This is an optimization exercise on Yosys and OpenROAD, whose aim is small area, a short achievable clock period and few clock cycles per item, not a production implementation.
In this exercise RTL edits were held to simulation tests only and were not proved equivalent to the original.
Power and IR drop assume default switching activity.

rev 12:
// dz16_rs_dec
module dz16_rs_dec (
    input             clk,
    input             rst,         
    input             in_valid,
    output            in_ready,
    input      [63:0] in_data,
    output            out_valid,
    input             out_ready,
    output     [63:0] out_data,
    output            out_last,
    output     [1:0]  out_status   
);
    localparam [1:0] ST_CLEAN = 2'd0, ST_CORR = 2'd1, ST_UNCORR = 2'd2, ST_POISON = 2'd3;
    localparam integer NROW = 13;
    localparam [63:0] POISON_S = 64'h917fe9c4ff071064;
    function [7:0] gf_mul(input [7:0] a, input [7:0] b);
        integer i;
        reg [7:0] p, aa;
        begin
            p  = 8'd0;
            aa = a;
            for (i = 0; i < 8; i = i + 1) begin
                if (b[i]) p = p ^ aa;
                aa = {aa[6:0], 1'b0} ^ (aa[7] ? 8'h1D : 8'h00);
            end
            gf_mul = p;
        end
    endfunction
    localparam [3:0] LAM = 4'hf;
    function [3:0] g16_mul(input [3:0] a, input [3:0] b);
        integer i;
        reg [3:0] p, aa;
        begin
            p  = 4'd0;
            aa = a;
            for (i = 0; i < 4; i = i + 1) begin
                if (b[i]) p = p ^ aa;
                aa = {aa[2:0], 1'b0} ^ (aa[3] ? 4'h3 : 4'h0);
            end
            g16_mul = p;
        end
    endfunction
    function [7:0] cm(input [7:0] a, input [7:0] b);
        reg [3:0] m0, m1, m2;
        begin
            m0 = g16_mul(a[3:0], b[3:0]);
            m1 = g16_mul(a[7:4], b[7:4]);
            m2 = g16_mul(a[3:0] ^ a[7:4], b[3:0] ^ b[7:4]);
            cm = {m2 ^ m0, m0 ^ g16_mul(LAM, m1)};
        end
    endfunction
    function [7:0] csq(input [7:0] a);
        reg [3:0] h, l;
        begin
            h = g16_mul(a[7:4], a[7:4]);
            l = g16_mul(a[3:0], a[3:0]);
            csq = {h, l ^ g16_mul(LAM, h)};
        end
    endfunction
    function [3:0] g16_inv(input [3:0] a);
        begin
            case (a)
            4'h0: g16_inv = 4'h0;
            4'h1: g16_inv = 4'h1;
            4'h2: g16_inv = 4'h9;
  ...
Size: about 5900 cells after synthesis.
==> flow/config.mk <==
export PLATFORM = sky130hd
export DESIGN_NAME = dz16_rs_dec
export DESIGN_NICKNAME = dz16_rs_dec
export VERILOG_FILES = /design/flow/design.v
export SDC_FILE = /design/flow/constraint.sdc
export NUM_CORES = 4
export LEC_CHECK = 0
export CAP_MARGIN = 20
export CORE_MARGIN = 2
export CORE_UTILIZATION = 40
export CTS_BUF_LIST = sky130_fd_sc_hd__clkbuf_8
export SETUP_SLACK_MARGIN = 5
export SLEW_MARGIN = 20
==> flow/constraint.sdc <==
create_clock -name core_clock -period 10.0 [get_ports {clk}]
set_input_delay 2.0000 -clock core_clock [delete_from_list [all_inputs] [get_ports {clk}]]
set_output_delay 2.0000 -clock core_clock [all_outputs]
set_load 0.01 [all_outputs]
run.sh (not shown) runs the stock make flow with config.mk's settings and CLKGATE_MAP_FILE= SYNTH_SCRIPT=/design/flow/synth_recipe.tcl, a recipe that flattens the netlist after the stock synthesis.
Testbench counts of rev 12, summed over its fixed seeds: cycles 17,376, items 1,920.
Input-level comparison between rev 13 and rev 12:
--- a/flow/config.mk
+++ b/flow/config.mk
@@ -9,5 +9,4 @@
 export CORE_MARGIN = 2
 export CORE_UTILIZATION = 40
-export CTS_BUF_LIST = sky130_fd_sc_hd__clkbuf_8
 export SETUP_SLACK_MARGIN = 5
 export SLEW_MARGIN = 20
## What came out
Proportion of total power due to net switching: rev 13 vs rev 12 down 0.48 points. Rev 13 vs rev 12: non-clock buffer count down. Looking only at maximum frequency, and setting everything else aside, the higher value of rev 13 and rev 12 goes to rev 12. Rev 13 -> rev 12: via count normalized by instance count flat. The lower share of the clock period used by the worst path of rev 13 and rev 12 is in rev 12. Rev 13 vs rev 12 on synthesis-to-finish area growth: rev 13 is the lower one. Delta(wire length of the first global-routing pass, rev 13 - rev 12) < 0. Compared with rev 12, rev 13 instantiates a smaller number of standard cells. [compare] base=rev 12 new=rev 13: worst setup slack after layout went down, maximum fanout encountered on the critical timing path decreased by 2 relative to the old numbers, detail-routed net length per standard cell picked up an extra 0.81%.

========
dz16_rs_dec, a different RTL version from the one above (not shown whole).
Size in the first run: about 6100 cells after synthesis, roughly 1100 flip-flops, about 59000 um2 of cells after synthesis.
==> flow/config.mk <==
export PLATFORM = sky130hd
export DESIGN_NAME = dz16_rs_dec
export DESIGN_NICKNAME = dz16_rs_dec
export VERILOG_FILES = /design/flow/design.v
export SDC_FILE = /design/flow/constraint.sdc
export NUM_CORES = 4
export LEC_CHECK = 0
export CAP_MARGIN = 20
export CORE_MARGIN = 2
export CORE_UTILIZATION = 40
export SETUP_SLACK_MARGIN = 5
export SLEW_MARGIN = 20
==> flow/constraint.sdc <==
create_clock -name core_clock -period 10.0 [get_ports {clk}]
set_input_delay 2.0000 -clock core_clock [delete_from_list [all_inputs] [get_ports {clk}]]
set_output_delay 2.0000 -clock core_clock [all_outputs]
set_load 0.01 [all_outputs]
standard.sh (not shown) runs the stock make flow with config.mk's settings and CLKGATE_MAP_FILE= SYNTH_SCRIPT=/design/flow/synth_recipe.tcl, a recipe that flattens the netlist after the stock synthesis.
==> flow/flow/run.sh <==
#!/bin/bash
# The standard layout (standard.sh, unchanged synthesis and steps), except
#  - the input and output ports are buffered with buf_2 cells instead of the
#    default port buffer cell;
#  - clock tree synthesis does not add dummy loads to the clock tree leaves,
#    and clusters up to 30 registers (100 um across) per leaf buffer.
# Full make output goes to standard.log; ORFS's per-step logs stay in orfs/logs.
set -uo pipefail
export BUFFER_PORTS_ARGS="-buffer_cell sky130_fd_sc_hd__buf_2"
export CTS_ARGS="-sink_clustering_enable -repair_clock_nets -dont_use_dummy_load -sink_clustering_size 30 -sink_clustering_max_diameter 100"
bash standard.sh > standard.log 2>&1
Testbench counts at the start, summed over its fixed seeds: cycles 17,376, items 1,920.
Edit:
--- a/flow/flow/run.sh
+++ b/flow/flow/run.sh
@@ -6 +6 @@
-#    and clusters up to 30 registers (100 um across) per leaf buffer.
+#    and clusters up to 24 registers (80 um across) per leaf buffer.
@@ -10 +10 @@
-export CTS_ARGS="-sink_clustering_enable -repair_clock_nets -dont_use_dummy_load -sink_clustering_size 30 -sink_clustering_max_diameter 100"
+export CTS_ARGS="-sink_clustering_enable -repair_clock_nets -dont_use_dummy_load -sink_clustering_size 24 -sink_clustering_max_diameter 80"
Settings changed: GPL_ROUTABILITY_DRIVEN set to 0.
Result: The new run produced a clean layout; setup slack gains 8.5 ps; combinational power stays flat; worst hold slack gains 11 ps.
Edit:
==> flow/flow/run.sh (replaced) <==
#!/bin/bash
# The standard layout (standard.sh, unchanged synthesis and steps), except
# that the input and output ports are buffered with buf_2 cells instead of
# the default port buffer cell. Full make output goes to standard.log.
set -uo pipefail
export BUFFER_PORTS_ARGS="-buffer_cell sky130_fd_sc_hd__buf_2"
bash standard.sh > standard.log 2>&1
Settings changed: CORE_UTILIZATION 40 to 60, GPL_ROUTABILITY_DRIVEN 0 to unset.
=> Utilization goes up by 23 points. Clock skew goes down by 4.0 ps. Routed wire length stays flat. Critical path depth is unchanged. Cell area goes up by a few percent. Cell count goes down by a few percent. Worst setup slack loses 53 ps.

========
Starting RTL as in the previous note.
export LEC_CHECK = 0
export CAP_MARGIN = 20
export CORE_MARGIN = 2
export CORE_UTILIZATION = 40
export SETUP_SLACK_MARGIN = 5
export SLEW_MARGIN = 20
create_clock -name core_clock -period 10.0 [get_ports {clk}]
==> flow/flow/run.sh <==
#!/bin/bash
# The standard layout (standard.sh, unchanged synthesis and steps), except
#  - the input and output ports are buffered with buf_2 cells instead of the
#    default port buffer cell;
#  - clock tree synthesis does not add dummy loads to the clock tree leaves.
# Full make output goes to standard.log; ORFS's per-step logs stay in orfs/logs.
set -uo pipefail
export BUFFER_PORTS_ARGS="-buffer_cell sky130_fd_sc_hd__buf_2"
export CTS_ARGS="-sink_clustering_enable -repair_clock_nets -dont_use_dummy_load"
bash standard.sh > standard.log 2>&1
Testbench counts at the start, summed over its fixed seeds: cycles 17,376, items 1,920.
Change:
==> flow/flow/run.sh (replaced) <==
#!/bin/bash
# The standard layout (standard.sh, unchanged synthesis and steps), except
#  - the input and output ports are buffered with buf_2 cells instead of the
#    default port buffer cell;
#  - clock tree synthesis does not add dummy loads to the clock tree leaves,
#    and clusters up to 24 registers (80 um across) per leaf buffer.
# Full make output goes to standard.log; ORFS's per-step logs stay in orfs/logs.
set -uo pipefail
export BUFFER_PORTS_ARGS="-buffer_cell sky130_fd_sc_hd__buf_2"
export CTS_ARGS="-sink_clustering_enable -repair_clock_nets -dont_use_dummy_load -sink_clustering_size 24 -sink_clustering_max_diameter 80"
bash standard.sh > standard.log 2>&1
Sequential power stays flat.
Synthesized cell count stays the same.
Critical path depth climbs by 3.
Utilization goes down by 0.73 points.
Power came out lower by a few percent.
Synthesized area is unchanged.

========
JK:
Starting RTL as in the previous note.
Settings: LEC_CHECK=0, CAP_MARGIN=10, CORE_MARGIN=2, CORE_UTILIZATION=40, SETUP_SLACK_MARGIN=5, SLEW_MARGIN=10; clock period 10.0 ns.
==> flow/flow/run.sh <==
#!/bin/bash
# The standard layout (standard.sh, unchanged synthesis and steps), except
#  - the input and output ports are buffered with buf_2 cells instead of the
#    default port buffer cell;
#  - clock tree synthesis does not add dummy loads to the clock tree leaves,
#    and clusters up to 24 registers (80 um across) per leaf buffer.
# Full make output goes to standard.log; ORFS's per-step logs stay in orfs/logs.
set -uo pipefail
export BUFFER_PORTS_ARGS="-buffer_cell sky130_fd_sc_hd__buf_2"
export CTS_ARGS="-sink_clustering_enable -repair_clock_nets -dont_use_dummy_load -sink_clustering_size 24 -sink_clustering_max_diameter 80"
bash standard.sh > standard.log 2>&1
Testbench counts of JK, summed over its fixed seeds: cycles 17,376, items 1,920.
The inputs of MS differ from those of JK as listed below.
==> flow/flow/run.sh <==
#!/bin/bash
# The standard layout (standard.sh, unchanged synthesis and steps), except
# that the input and output ports are buffered with buf_2 cells instead of
# the default port buffer cell. Full make output goes to standard.log.
set -uo pipefail
export BUFFER_PORTS_ARGS="-buffer_cell sky130_fd_sc_hd__buf_2"
bash standard.sh > standard.log 2>&1
diff --git a/flow/config.mk b/flow/config.mk
--- a/flow/config.mk
+++ b/flow/config.mk
@@ -6,7 +6,7 @@
 export NUM_CORES = 4
 export LEC_CHECK = 0
-export CAP_MARGIN = 10
+export CAP_MARGIN = 20
 export CORE_MARGIN = 2
 export CORE_UTILIZATION = 40
 export SETUP_SLACK_MARGIN = 5
-export SLEW_MARGIN = 10
+export SLEW_MARGIN = 20
--- outcome ---
Per the comparison of MS with JK, portion of total power attributed to combinational logic shows a reduction of 3.9 points; switching part of the total shows a reduction of 1.0 points; combined area of all synthesized cells shows no meaningful change.
MS: final setup slack of the worst path is 0.020 ns lower than what JK reported.
Input changes introduced in AL (baseline for comparison: MS):
==> flow/flow/run.sh <==
#!/bin/bash
# The standard layout (standard.sh, unchanged synthesis and steps), except
#  - the input and output ports are buffered with buf_2 cells instead of the
#    default port buffer cell;
#  - clock tree synthesis does not add dummy loads to the clock tree leaves,
#    and clusters up to 24 registers (80 um across) per leaf buffer.
# Full make output goes to standard.log; ORFS's per-step logs stay in orfs/logs.
set -uo pipefail
export BUFFER_PORTS_ARGS="-buffer_cell sky130_fd_sc_hd__buf_2"
export CTS_ARGS="-sink_clustering_enable -repair_clock_nets -dont_use_dummy_load -sink_clustering_size 24 -sink_clustering_max_diameter 80"
bash standard.sh > standard.log 2>&1
diff --git a/flow/config.mk b/flow/config.mk
--- a/flow/config.mk
+++ b/flow/config.mk
@@ -9,4 +9,5 @@
 export CORE_MARGIN = 2
 export CORE_UTILIZATION = 40
+export PLACE_DENSITY = 0.7
 export SETUP_SLACK_MARGIN = 5
 export SLEW_MARGIN = 20
==> comparison <==
AL went all the way through synthesis, placement and routing and the layout is clean on timing, DRC and antenna.
In the tables for MS and AL, worst-case register-to-register setup slack reads higher with MS.
Looking at final standard cell count with taps included and fillers excluded, AL sits 148 below MS.
AL vs MS, sequential share of layout area went up by 1.3 points.
Taking MS as the reference, in AL via count rose by 233, final area now sits lower, number of antenna violations at the first check in global routing picked up an extra 1, multi-input logic cell count was more or less identical, clock slew seen by the registers of the worst setup and hold paths now sits higher.
Going from MS to AL, final period demand of the worst path down 0.015 ns; multi-input gate share of total cell area +1.8 points.

==> port drivers added, routing unchanged <==
No port has a modelled driver above. Below, the same layouts with a new extraction and two added sets of constraints.
Step 1, drivers: a clkbuf_16 drives clk and a buf_2 each remaining input, both assumed.
Step 2 times the ports against the registers' clock, not the clock port: input delays grow and output delays shrink by t, the midpoint of the rising clock arrivals with the driver on.
a / b / c = no drivers / after step 1 / after step 2; a / b = the first two.
| run | shift t [ns] | setup WS [ns] | worst hold slack (ns) | pins driven straight from the clock port |
|---|---|---|---|---|
| rev 12 | 0.942 | 5.043 / 4.976 / 4.218 | 0.261 / 0.261 / 0.261 | 1 |
| rev 13 | 0.788 | 5.021 / 4.960 / 4.171 | 0.271 / 0.271 / 0.271 | 1 |
| the first run of note 2 | 0.709 | 5.067 / 5.037 / 4.591 | 0.276 / 0.276 / 0.276 | 1 |
| the second run of note 2 | 0.744 | 5.076 / 5.041 / 4.405 | 0.287 / 0.287 / 0.287 | 1 |
| the third run of note 2 | 0.757 | 5.023 / 4.924 / 4.167 | 0.284 / 0.284 / 0.284 | 1 |
| the first run of note 3 | 0.763 | 5.055 / 4.982 / 4.439 | 0.255 / 0.255 / 0.255 | 1 |
| the second run of note 3 | 0.726 | 5.074 / 5.044 / 4.515 | 0.271 / 0.271 / 0.271 | 1 |
| JK | 0.721 | 5.084 / 5.055 / 4.473 | 0.268 / 0.268 / 0.268 | 1 |
| MS | 0.785 | 5.064 / 4.991 / 4.553 | 0.270 / 0.270 / 0.270 | 1 |
| AL | 0.729 | 5.079 / 5.017 / 4.288 | 0.270 / 0.270 / 0.270 | 1 |
After both steps setup and hold are still met in every run listed. The setup slack of the third run of note 2, which loses most, moves by -0.099 ns with the drivers and by -0.856 ns with both steps.
